This is an optimization exercise on Yosys and OpenROAD, whose aim is small area, a short achievable clock period and few clock cycles per item, not a production implementation. Function was checked by simulation only, so behaviour that the tests miss may differ from the original.

==> run.sh <==
#!/bin/bash
# synth_recipe.tcl (not shown) runs the flow's synth.tcl, then flattens the netlist and writes it again
# the make line also repeats each setting of config.mk as NAME=value (left out here)
make -C /OpenROAD-flow-scripts/flow DESIGN_CONFIG=/design/flow/config.mk WORK_HOME=/design/flow/orfs CLKGATE_MAP_FILE= SYNTH_SCRIPT=/design/flow/synth_recipe.tcl finish
==> config.mk <==
export PLATFORM = sky130hd
export DESIGN_NAME = sht_codegen
export DESIGN_NICKNAME = sht_codegen
export VERILOG_FILES = /design/flow/design.v
export SDC_FILE = /design/flow/constraint.sdc
export NUM_CORES = 4
export LEC_CHECK = 0
export CAP_MARGIN = 20
export CELL_PAD_IN_SITES_DETAIL_PLACEMENT = 2
export CELL_PAD_IN_SITES_GLOBAL_PLACEMENT = 2
export CORE_MARGIN = 2
export CORE_UTILIZATION = 30
export PLACE_DENSITY = 0.5
export SLEW_MARGIN = 20
==> constraint.sdc <==
create_clock -name core_clock -period 12.0 [get_ports {clk}]
set_input_delay 2.4000 -clock core_clock [delete_from_list [all_inputs] [get_ports {clk}]]
set_output_delay 2.4000 -clock core_clock [all_outputs]
set_load 0.01 [all_outputs]
==> design.v <==
module sht_sbox (
  input  wire [7:0] a,
  output reg  [7:0] y
);
  always @(*) begin
    case (a)
      8'h00: y = 8'h63;
      8'h01: y = 8'h7c;
      8'h02: y = 8'h77;
      8'h03: y = 8'h7b;
      8'h04: y = 8'hf2;
      8'h05: y = 8'h6b;
      8'h06: y = 8'h6f;
      8'h07: y = 8'hc5;
      8'h08: y = 8'h30;
      8'h09: y = 8'h01;
      8'h0a: y = 8'h67;
      8'h0b: y = 8'h2b;
      8'h0c: y = 8'hfe;
      8'h0d: y = 8'hd7;
      8'h0e: y = 8'hab;
      8'h0f: y = 8'h76;
      8'h10: y = 8'hca;
      8'h11: y = 8'h82;
      8'h12: y = 8'hc9;
      8'h13: y = 8'h7d;
      8'h14: y = 8'hfa;
      8'h15: y = 8'h59;
      8'h16: y = 8'h47;
      8'h17: y = 8'hf0;
      8'h18: y = 8'had;
      8'h19: y = 8'hd4;
      8'h1a: y = 8'ha2;
      8'h1b: y = 8'haf;
      8'h1c: y = 8'h9c;
      8'h1d: y = 8'ha4;
      8'h1e: y = 8'h72;
      8'h1f: y = 8'hc0;
      8'h20: y = 8'hb7;
      8'h21: y = 8'hfd;
      8'h22: y = 8'h93;
      8'h23: y = 8'h26;
      8'h24: y = 8'h36;
      8'h25: y = 8'h3f;
      8'h26: y = 8'hf7;
      8'h27: y = 8'hcc;
      8'h28: y = 8'h34;
      8'h29: y = 8'ha5;
      8'h2a: y = 8'he5;
      8'h2b: y = 8'hf1;
      8'h2c: y = 8'h71;
      8'h2d: y = 8'hd8;
      8'h2e: y = 8'h31;
      8'h2f: y = 8'h15;
      8'h30: y = 8'h04;
      8'h31: y = 8'hc7;
      8'h32: y = 8'h23;
      8'h33: y = 8'hc3;
      8'h34: y = 8'h18;
      8'h35: y = 8'h96;
      8'h36: y = 8'h05;
      8'h37: y = 8'h9a;
      8'h38: y = 8'h07;
      8'h39: y = 8'h12;
      8'h3a: y = 8'h80;
      8'h3b: y = 8'he2;
      8'h3c: y = 8'heb;
      8'h3d: y = 8'h27;
      8'h3e: y = 8'hb2;
      8'h3f: y = 8'h75;
      8'h40: y = 8'h09;
      8'h41: y = 8'h83;
      8'h42: y = 8'h2c;
      8'h43: y = 8'h1a;
      8'h44: y = 8'h1b;
      8'h45: y = 8'h6e;
      8'h46: y = 8'h5a;
      8'h47: y = 8'ha0;
      8'h48: y = 8'h52;
      8'h49: y = 8'h3b;
      8'h4a: y = 8'hd6;
      8'h4b: y = 8'hb3;
      8'h4c: y = 8'h29;
      8'h4d: y = 8'he3;
      8'h4e: y = 8'h2f;
      8'h4f: y = 8'h84;
      8'h50: y = 8'h53;
      8'h51: y = 8'hd1;
      8'h52: y = 8'h00;
      8'h53: y = 8'hed;
      8'h54: y = 8'h20;
      8'h55: y = 8'hfc;
      8'h56: y = 8'hb1;
      8'h57: y = 8'h5b;
      8'h58: y = 8'h6a;
      8'h59: y = 8'hcb;
      8'h5a: y = 8'hbe;
      8'h5b: y = 8'h39;
      8'h5c: y = 8'h4a;
      8'h5d: y = 8'h4c;
      8'h5e: y = 8'h58;
      8'h5f: y = 8'hcf;
      8'h60: y = 8'hd0;
      8'h61: y = 8'hef;
      8'h62: y = 8'haa;
      8'h63: y = 8'hfb;
      8'h64: y = 8'h43;
      8'h65: y = 8'h4d;
      8'h66: y = 8'h33;
      8'h67: y = 8'h85;
      8'h68: y = 8'h45;
      8'h69: y = 8'hf9;
      8'h6a: y = 8'h02;
      8'h6b: y = 8'h7f;
      8'h6c: y = 8'h50;
      8'h6d: y = 8'h3c;
      8'h6e: y = 8'h9f;
      8'h6f: y = 8'ha8;
      8'h70: y = 8'h51;
      8'h71: y = 8'ha3;
      8'h72: y = 8'h40;
      8'h73: y = 8'h8f;
      8'h74: y = 8'h92;
      8'h75: y = 8'h9d;
      8'h76: y = 8'h38;
      8'h77: y = 8'hf5;
      8'h78: y = 8'hbc;
      8'h79: y = 8'hb6;
      8'h7a: y = 8'hda;
      8'h7b: y = 8'h21;
      8'h7c: y = 8'h10;
      8'h7d: y = 8'hff;
      8'h7e: y = 8'hf3;
      8'h7f: y = 8'hd2;
      8'h80: y = 8'hcd;
      8'h81: y = 8'h0c;
      8'h82: y = 8'h13;
      8'h83: y = 8'hec;
      8'h84: y = 8'h5f;
      8'h85: y = 8'h97;
      8'h86: y = 8'h44;
      8'h87: y = 8'h17;
      8'h88: y = 8'hc4;
      8'h89: y = 8'ha7;
      8'h8a: y = 8'h7e;
      8'h8b: y = 8'h3d;
      8'h8c: y = 8'h64;
      8'h8d: y = 8'h5d;
      8'h8e: y = 8'h19;
      8'h8f: y = 8'h73;
      8'h90: y = 8'h60;
      8'h91: y = 8'h81;
      8'h92: y = 8'h4f;
      8'h93: y = 8'hdc;
      8'h94: y = 8'h22;
      8'h95: y = 8'h2a;
      8'h96: y = 8'h90;
      8'h97: y = 8'h88;
      8'h98: y = 8'h46;
      8'h99: y = 8'hee;
      8'h9a: y = 8'hb8;
      8'h9b: y = 8'h14;
      8'h9c: y = 8'hde;
      8'h9d: y = 8'h5e;
      8'h9e: y = 8'h0b;
      8'h9f: y = 8'hdb;
      8'ha0: y = 8'he0;
      8'ha1: y = 8'h32;
      8'ha2: y = 8'h3a;
      8'ha3: y = 8'h0a;
      8'ha4: y = 8'h49;
      8'ha5: y = 8'h06;
      8'ha6: y = 8'h24;
      8'ha7: y = 8'h5c;
      8'ha8: y = 8'hc2;
      8'ha9: y = 8'hd3;
      8'haa: y = 8'hac;
      8'hab: y = 8'h62;
      8'hac: y = 8'h91;
      8'had: y = 8'h95;
      8'hae: y = 8'he4;
      8'haf: y = 8'h79;
      8'hb0: y = 8'he7;
      8'hb1: y = 8'hc8;
      8'hb2: y = 8'h37;
      8'hb3: y = 8'h6d;
      8'hb4: y = 8'h8d;
      8'hb5: y = 8'hd5;
      8'hb6: y = 8'h4e;
      8'hb7: y = 8'ha9;
      8'hb8: y = 8'h6c;
      8'hb9: y = 8'h56;
      8'hba: y = 8'hf4;
      8'hbb: y = 8'hea;
      8'hbc: y = 8'h65;
      8'hbd: y = 8'h7a;
      8'hbe: y = 8'hae;
      8'hbf: y = 8'h08;
      8'hc0: y = 8'hba;
      8'hc1: y = 8'h78;
      8'hc2: y = 8'h25;
      8'hc3: y = 8'h2e;
      8'hc4: y = 8'h1c;
      8'hc5: y = 8'ha6;
      8'hc6: y = 8'hb4;
      8'hc7: y = 8'hc6;
      8'hc8: y = 8'he8;
      8'hc9: y = 8'hdd;
      8'hca: y = 8'h74;
      8'hcb: y = 8'h1f;
      8'hcc: y = 8'h4b;
      8'hcd: y = 8'hbd;
      8'hce: y = 8'h8b;
      8'hcf: y = 8'h8a;
      8'hd0: y = 8'h70;
      8'hd1: y = 8'h3e;
      8'hd2: y = 8'hb5;
      8'hd3: y = 8'h66;
      8'hd4: y = 8'h48;
      8'hd5: y = 8'h03;
      8'hd6: y = 8'hf6;
      8'hd7: y = 8'h0e;
      8'hd8: y = 8'h61;
      8'hd9: y = 8'h35;
      8'hda: y = 8'h57;
      8'hdb: y = 8'hb9;
      8'hdc: y = 8'h86;
      8'hdd: y = 8'hc1;
      8'hde: y = 8'h1d;
      8'hdf: y = 8'h9e;
      8'he0: y = 8'he1;
      8'he1: y = 8'hf8;
      8'he2: y = 8'h98;
      8'he3: y = 8'h11;
      8'he4: y = 8'h69;
      8'he5: y = 8'hd9;
      8'he6: y = 8'h8e;
      8'he7: y = 8'h94;
      8'he8: y = 8'h9b;
      8'he9: y = 8'h1e;
      8'hea: y = 8'h87;
      8'heb: y = 8'he9;
      8'hec: y = 8'hce;
      8'hed: y = 8'h55;
      8'hee: y = 8'h28;
      8'hef: y = 8'hdf;
      8'hf0: y = 8'h8c;
      8'hf1: y = 8'ha1;
      8'hf2: y = 8'h89;
      8'hf3: y = 8'h0d;
      8'hf4: y = 8'hbf;
      8'hf5: y = 8'he6;
      8'hf6: y = 8'h42;
      8'hf7: y = 8'h68;
      8'hf8: y = 8'h41;
      8'hf9: y = 8'h99;
      8'hfa: y = 8'h2d;
      8'hfb: y = 8'h0f;
      8'hfc: y = 8'hb0;
      8'hfd: y = 8'h54;
      8'hfe: y = 8'hbb;
      8'hff: y = 8'h16;
      default: y = 8'h00;
    endcase
  end
endmodule
module sht_key_step (
  input  wire [127:0] rk_in,
  input  wire [7:0]   rcon,
  output wire [127:0] rk_out
);
  wire [31:0] w0 = rk_in[127:96];
  wire [31:0] w1 = rk_in[95:64];
  wire [31:0] w2 = rk_in[63:32];
  wire [31:0] w3 = rk_in[31:0];
  wire [31:0] sw;    
  sht_sbox u_s0 (.a(w3[23:16]), .y(sw[31:24]));
  sht_sbox u_s1 (.a(w3[15:8]),  .y(sw[23:16]));
  sht_sbox u_s2 (.a(w3[7:0]),   .y(sw[15:8]));
  sht_sbox u_s3 (.a(w3[31:24]), .y(sw[7:0]));
  wire [31:0] n0 = w0 ^ sw ^ {rcon, 24'h000000};
  wire [31:0] n1 = w1 ^ n0;
  wire [31:0] n2 = w2 ^ n1;
  wire [31:0] n3 = w3 ^ n2;
  assign rk_out = {n0, n1, n2, n3};
endmodule
module sht_aes_round (
  input  wire [127:0] s_in,
  input  wire [127:0] rk,
  input  wire         last,
  output wire [127:0] s_out
);
  wire [127:0] sb;    
  wire [127:0] sr;    
  wire [127:0] mc;    
  genvar i, c;
  generate
    for (i = 0; i < 16; i = i + 1) begin : g_sub
      sht_sbox u_sbox (.a(s_in[127-8*i -: 8]), .y(sb[127-8*i -: 8]));
    end
    for (i = 0; i < 16; i = i + 1) begin : g_shift
      assign sr[127-8*i -: 8] = sb[127-8*((i%4) + 4*(((i/4) + (i%4)) % 4)) -: 8];
    end
    for (c = 0; c < 4; c = c + 1) begin : g_mix
      wire [7:0] a0 = sr[127-32*c -: 8];
      wire [7:0] a1 = sr[119-32*c -: 8];
      wire [7:0] a2 = sr[111-32*c -: 8];
      wire [7:0] a3 = sr[103-32*c -: 8];
      wire [7:0] d0 = {a0[6:0], 1'b0} ^ (a0[7] ? 8'h1b : 8'h00);
      wire [7:0] d1 = {a1[6:0], 1'b0} ^ (a1[7] ? 8'h1b : 8'h00);
      wire [7:0] d2 = {a2[6:0], 1'b0} ^ (a2[7] ? 8'h1b : 8'h00);
      wire [7:0] d3 = {a3[6:0], 1'b0} ^ (a3[7] ? 8'h1b : 8'h00);
      assign mc[127-32*c -: 8] = d0 ^ d1 ^ a1 ^ a2 ^ a3;
      assign mc[119-32*c -: 8] = a0 ^ d1 ^ d2 ^ a2 ^ a3;
      assign mc[111-32*c -: 8] = a0 ^ a1 ^ d2 ^ d3 ^ a3;
      assign mc[103-32*c -: 8] = d0 ^ a0 ^ a1 ^ a2 ^ d3;
    end
  endgenerate
  assign s_out = (last ? sr : mc) ^ rk;
endmodule
module sht_codegen (
  input  wire         clk,
  input  wire         rst,           
  input  wire [127:0] key,           
  input  wire         req_valid,
  output wire         req_ready,
  input  wire         req_fixed,     
  input  wire [31:0]  req_frame,     
  input  wire [31:0]  req_salt,      
  input  wire [5:0]   req_addr,      
  input  wire [23:0]  req_train,     
  input  wire [5:0]   req_pulses,    
  input  wire [4:0]   req_window,    
  output wire         off_valid,
  input  wire         off_ready,
  output wire [9:0]   off_data,      
  output wire         off_last,      
  output reg  [15:0]  keychk,
  output reg          keychk_valid
);
  localparam [1:0] ST_KINIT = 2'd0,    
                   ST_IDLE  = 2'd1,    
                   ST_AES   = 2'd2,    
                   ST_OUT   = 2'd3;    
  reg [1:0]   st;
  reg [127:0] state;         
  reg [127:0] rk;            
  reg [3:0]   round;         
  reg         chk_run;       
  reg [93:0]  base;          
  reg [5:0]   pulses;
  reg [4:0]   window;
  reg         fixed;
  reg [1:0]   blk;           
  reg [2:0]   slot;          
  reg [5:0]   sent;          
  reg  [7:0]   rcon;
  wire [127:0] rk_next;
  wire [127:0] state_next;
  always @(*) begin
    case (round)
      4'd1:    rcon = 8'h01;
      4'd2:    rcon = 8'h02;
      4'd3:    rcon = 8'h04;
      4'd4:    rcon = 8'h08;
      4'd5:    rcon = 8'h10;
      4'd6:    rcon = 8'h20;
      4'd7:    rcon = 8'h40;
      4'd8:    rcon = 8'h80;
      4'd9:    rcon = 8'h1b;
      4'd10:   rcon = 8'h36;
      default: rcon = 8'h00;
    endcase
  end
  sht_key_step u_key (.rk_in(rk), .rcon(rcon), .rk_out(rk_next));
  sht_aes_round u_round (
    .s_in (state),
    .rk   (rk_next),
    .last (round == 4'd10),
    .s_out(state_next)
  );
  wire [15:0] r_k   = state[16*slot +: 16];
  wire [20:0] prod  = r_k * window;
  assign req_ready = (st == ST_IDLE);
  assign off_valid = (st == ST_OUT);
  assign off_data  = fixed ? 10'd0 : prod[20:11];
  assign off_last  = (sent == pulses - 6'd1);
  always @(posedge clk) begin
    if (rst) begin
      st           <= ST_KINIT;
      keychk_valid <= 1'b0;
    end else begin
      case (st)
        ST_KINIT: begin
          state   <= key;                
          rk      <= key;
          round   <= 4'd1;
          chk_run <= 1'b1;
          st      <= ST_AES;
        end
        ST_IDLE: begin
          if (req_valid) begin
            base    <= {req_frame, req_salt, req_addr, req_train};
            pulses  <= req_pulses;
            window  <= req_window;
            fixed   <= req_fixed;
            blk     <= 2'd0;
            slot    <= 3'd0;
            sent    <= 6'd0;
            chk_run <= 1'b0;
            if (req_fixed) begin
              st <= ST_OUT;
            end else begin
              state <= {req_frame, req_salt, req_addr, req_train, 34'd0} ^ key;
              rk    <= key;
              round <= 4'd1;
              st    <= ST_AES;
            end
          end
        end
        ST_AES: begin
          state <= state_next;
          rk    <= rk_next;
          round <= round + 4'd1;
          if (round == 4'd10) begin
            if (chk_run) begin
              keychk       <= state_next[15:0];
              keychk_valid <= 1'b1;
              st           <= ST_IDLE;
            end else begin
              slot <= 3'd0;
              st   <= ST_OUT;
            end
          end
        end
        ST_OUT: begin
          if (off_ready) begin
            sent <= sent + 6'd1;
            slot <= slot + 3'd1;
            if (off_last) begin
              st <= ST_IDLE;
            end else if (slot == 3'd7) begin
              blk <= blk + 2'd1;
              if (!fixed) begin
                state <= {base, 32'd0, blk + 2'd1} ^ key;
                rk    <= key;
                round <= 4'd1;
                st    <= ST_AES;
              end
            end
          end
        end
      endcase
    end
  end
endmodule
==> impl_metrics.csv <==
group,metric,value,unit
run_status,run_status,"complete, no violations",
cts,clock_path_buffers,3,
placed_design,number_of_buffer_cells_added_on_primary_ports,267,
timing,timing.hold.ws,0.655,ns
critical_path,regToRegSetupSlack,3.96,ns
global_route,wire_length_of_the_first_global_routing_pass,1060000,µm
yosys,proportion_of_synthesized_flip_flops_having_asynchronous_set_or_reset,0,%
critical_path,reg2regPathDepth,19,
yosys,synth_cell_types,135,
floorplanning,die_outline_area,349000,µm²
floorplanning,die_height,591,µm
cts,tritoncts,"done",
floorplanning,row_count,215,
critical_path,path_class,"register to output port",
yosys,most_used_flip_flop_cell_after_synthesis,"edfxtp_1",
timing,maxSlewViolCount,0,
cts,post_cts_hold_fix_bufs,0,
drt,route.detailed.vias_per_inst,7.16,
drt,drt_iter0_drc,17854,
yosys,synthesis.instances,14494,
critical_path,critPathRequiredTime,9.60,ns
final_layout,area_delta_synth_final,8.24,%
timing,final-setup-viol-count,0,
yosys,most_used_standard_cell_by_instance_count_after_synthesis,"nand2_1",
timing,worst_slew_pin_slew,1.33,ns
timing,min_period_over_period,85.1,%
global_route,grtUsageTotal,41.3,%
timing,fin_crit,10.21,ns
yosys,synth_top_area_share,11.4,%
cts,cts.root.buffer_cell,"clkbuf_16",
yosys,synth_enable_flop_cells,394,
yosys,synth.avg_cell_area,7.13,µm²
critical_path,critPathLaunchType,"register",
yosys,synthesis.area,103000,µm²
critical_path,worstReg2RegStart,"slot[0]",
cts,clkLatencyLatePin,0.78,ns
critical_path,critical_path.reg2reg.endpoint,"u_round.g_mix[0].a1[3]",
yosys,synth_register_bits,565,
critical_path,critical_path.most_common_cell,"fa_1",
final_layout,fin_cells,18441,
floorplanning,boundaryPins,268,
drt,wl_per_cell,40.9,µm
timing,final-hold-violation-count,0,
timing,final.setup_skew,0.0612,ns
cts,cts_resized,0,
hold_path,hold-path-cell-count,1,
final_layout,net_count_reported_at_finish,14377,
drt,dr_total_vias,131977,
placed_design,finalWeightedCongestion,1.01,
critical_path,critPathMaxFanout,18,
critical_path,worst-endpoint-arrival,7.81,ns
yosys,syn-num-nets,15090,
global_route,first_global_vias,130482,
final_layout,layout-drive-gt1-share,7.84,%
final_layout,fill_cells,40042,
placed_design,dp_hpwl,550000,µm
critical_path,cp_slowest_cell,"edfxtp_1",
critical_path,path_cells,"buf_4 > mux4_2 > mux2i_1 > nor2b_1 > fa_1 > fa_1 > inv_1 > fa_1 > inv_1 > ha_1 > o21ai_0 > nand2b_1 > a21oi_1 > nor2_1 > nand3_1 > o221ai_1 > o211ai_1 > nand3b_1 > a21oi_1 > xor2_1 > nor2_1 > clkdlybuf4s50_1",
hold_path,holdPathEnd,"sent[0]",
global_route,antenna_violations_before_repair,73,
floorplanning,core_area,343000,µm²
final_layout,multiInputGateArea,80800,µm²
floorplanning,floorplan.initialDensity,30.2,%
critical_path,critical_path_endpoint_category,"output port",
global_route,grt_overflow_total,0,
floorplanning,die_w,591,µm
drt,remaining_number_of_nets_flagged_by_the_antenna_check_after_routing,0,
yosys,yosys_warnings,2,
final_layout,stdcell_area,112000,µm²
placed_design,post_dp_cell_area,109000,µm²
placed_design,placedCellCount,18246,
timing,fin_setup_tns,0,ns
yosys,synth-seq-area-share,14.8,%
cts,number_of_buffers_added_by_the_clock_tree_synthesis_step,90,
yosys,synth.top_cells.by_count,"1575 x nand2_1, 1270 x o21ai_0, 1222 x a21oi_1",
drt,postRouteWirelength,755000,µm
yosys,synthDominantAreaCellType,"edfxtp_1",
timing,rsz_0062_raised_after_global_routing,"false",
critical_path,cpPeakStageDelay,0.96,ns
drt,route.detailed.drc,0,
final_layout,ff_latch_area,15300,µm²
timing,slew_headroom,11.0,%
cts,htreeDepth,3,
cts,clk_pin_slew,0.06,ns
timing,clock.fmax,97.9,MHz
hold_path,hold_path.class,"register to register",
cts,cts.repair_timing.setup_buffer_count,0,
hold_path,worst_hold_startpoint,"sent[0]",
cts,clock_sinks,565,
yosys,synth_top_cells_by_area,"edfxtp_1 11%, o21ai_0 6.1%, a21oi_1 5.9%",
run,cap_violations,0,
drt,drt_pass1_iterations,7,
global_route,grt_max_degree,146,
## routing by layer
layer	global-route usage (%)	share of wire, %	vias to the layer above
met5	0	0.063	-
li1	-	-	54218
met1	54.8	41	68361
met4	20.2	5.8	78
met3	8.45	9.8	1452
met2	63.6	43	7868
## logic make-up (layout without fill, tap and decap cells)
group                    count (synthesis)  count (layout)  share of synthesized area (%)
AND/OR/NAND/NOR                       4918            4918                           22.0
AO/OA/AOI/OAI                         5816            5816                           37.9
flip-flops                             565             565                           14.8
buffers and inverters                 1786            1151                           7.91
XOR/XNOR                               662             662                           8.17
other                                    0              25                              0
adder cells (fa/ha/maj)                358             358                           4.63
multiplexers                           389             389                           4.56
## flip-flops by register name (all words and copies together), names as in the netlist, 3 cells and up
name,flops
u_round.g_mix.a1,32
u_round.g_mix.a3,32
u_key.u_s0.y,8
sent,6
window,5
u_round.g_mix.a0,32
rk,128
u_key.u_s3.y,8
u_key.rcon,8
pulses,6
u_key.u_s1.y,8
u_round.g_mix.a2,32
round,4
state,128
base,94
u_key.u_s2.y,8
slot,3
keychk,16
## worst max path at each step
| stage | slack, ns | from | endpoint |
|---|---|---|---|
| 2_1_floorplan | 1.52 | rst | base[0] |
| 3_3_place_gp | 2.51 | slot[0] | off_data[4] |
| 3_5_place_dp | 2.51 | slot[0] | off_data[7] |
| 4_1_cts | 1.70 | slot[0] | off_data[7] |
| 5_1_grt | 1.30 | slot[0] | off_data[7] |
| 6_report | 1.79 | slot[0] | off_data[7] |
## layout by cell type, fill, tap and decap left out, types with 101 or more instances in the layout
| master | netlist | routed |
|---|---|---|
| a21oi_1 | 1222 | 1220 |
| o22ai_1 | 178 | 176 |
| o31ai_1 | 126 | 124 |
| mux2i_1 | 232 | 199 |
| o21ai_0 | 1270 | 1260 |
| nand2b_1 | 131 | 130 |
| xnor2_1 | 334 | 334 |
| nor2_1 | 1187 | 1183 |
| buf_4 | 69 | 451 |
| nand3_1 | 577 | 577 |
| a31oi_1 | 357 | 356 |
| nor4_1 | 101 | 101 |
| a311oi_1 | 235 | 234 |
| xnor3_1 | 148 | 148 |
| dfxtp_1 | 171 | 169 |
| nor3_1 | 593 | 591 |
| nand2_1 | 1575 | 1572 |
| ha_1 | 317 | 317 |
| a221oi_1 | 164 | 164 |
| edfxtp_1 | 394 | 394 |
| o311ai_0 | 170 | 170 |
| o211ai_1 | 354 | 354 |
| o221ai_1 | 142 | 140 |
| and2_1 | 126 | 126 |
| xor2_1 | 136 | 134 |
| a211oi_1 | 355 | 352 |
| inv_1 | 199 | 196 |
| clkdlybuf4s50_1 | 0 | 267 |
## worst max-delay path: cells and delay by family (launching register included)
family          cells  cell delay [ns]
xor+xnor            1             0.15
fa+ha+maj           4             1.78
flops               1             0.96
mux                 2             1.01
compound gates      5             1.27
simple gates        6             0.80
buf+inv             4             1.10
## cell type report
class | instances | share of cell area (%)
diodes | 25 | 0.0559
repair buffers | 728 | 5.58
multi-input cells | 12143 | 72.1
inverters | 253 | 0.875
flip-flops and latches | 565 | 13.6
well taps | 4557 | 5.09
clock inverters | 50 | 0.378
clock buffers | 120 | 2.24
## per-stage QoR
stage	util [%]	setup slack, ns
floorplan	-	1.52
global placement	31.7	2.51
detailed placement	31.8	2.51
CTS	32.6	1.70
global route	32.6	1.30
finish	32.6	1.79
Testbench counts, summed over its fixed seeds: cycles 64,407, items 25,639.

separate check: timing with driven ports:
The flow's constraints put no driver on any port. The routed layout listed below was extracted and timed again, unchanged, in two steps. Step 1 assumes that a clkbuf_16 drives the clock port and a buf_2 every other input. Step 2, shift: input delay + t, output delay - t, t = (earliest + latest rising clock arrival at the registers) / 2. This alone moves slack from input paths to output paths. a / b / c = ideal ports / drivers / drivers and shift; a / b = the first two.
shift t [ns]: 0.841
slack for setup (ns): 1.790 / 1.696 / 2.269
hold WS [ns]: 0.655 / 0.655 / 0.655
cell pins on the clock port's net: 1
After both steps setup and hold are still met in this run. For this run, drivers alone change the setup slack by -0.094 ns; drivers and shift together by +0.479 ns.
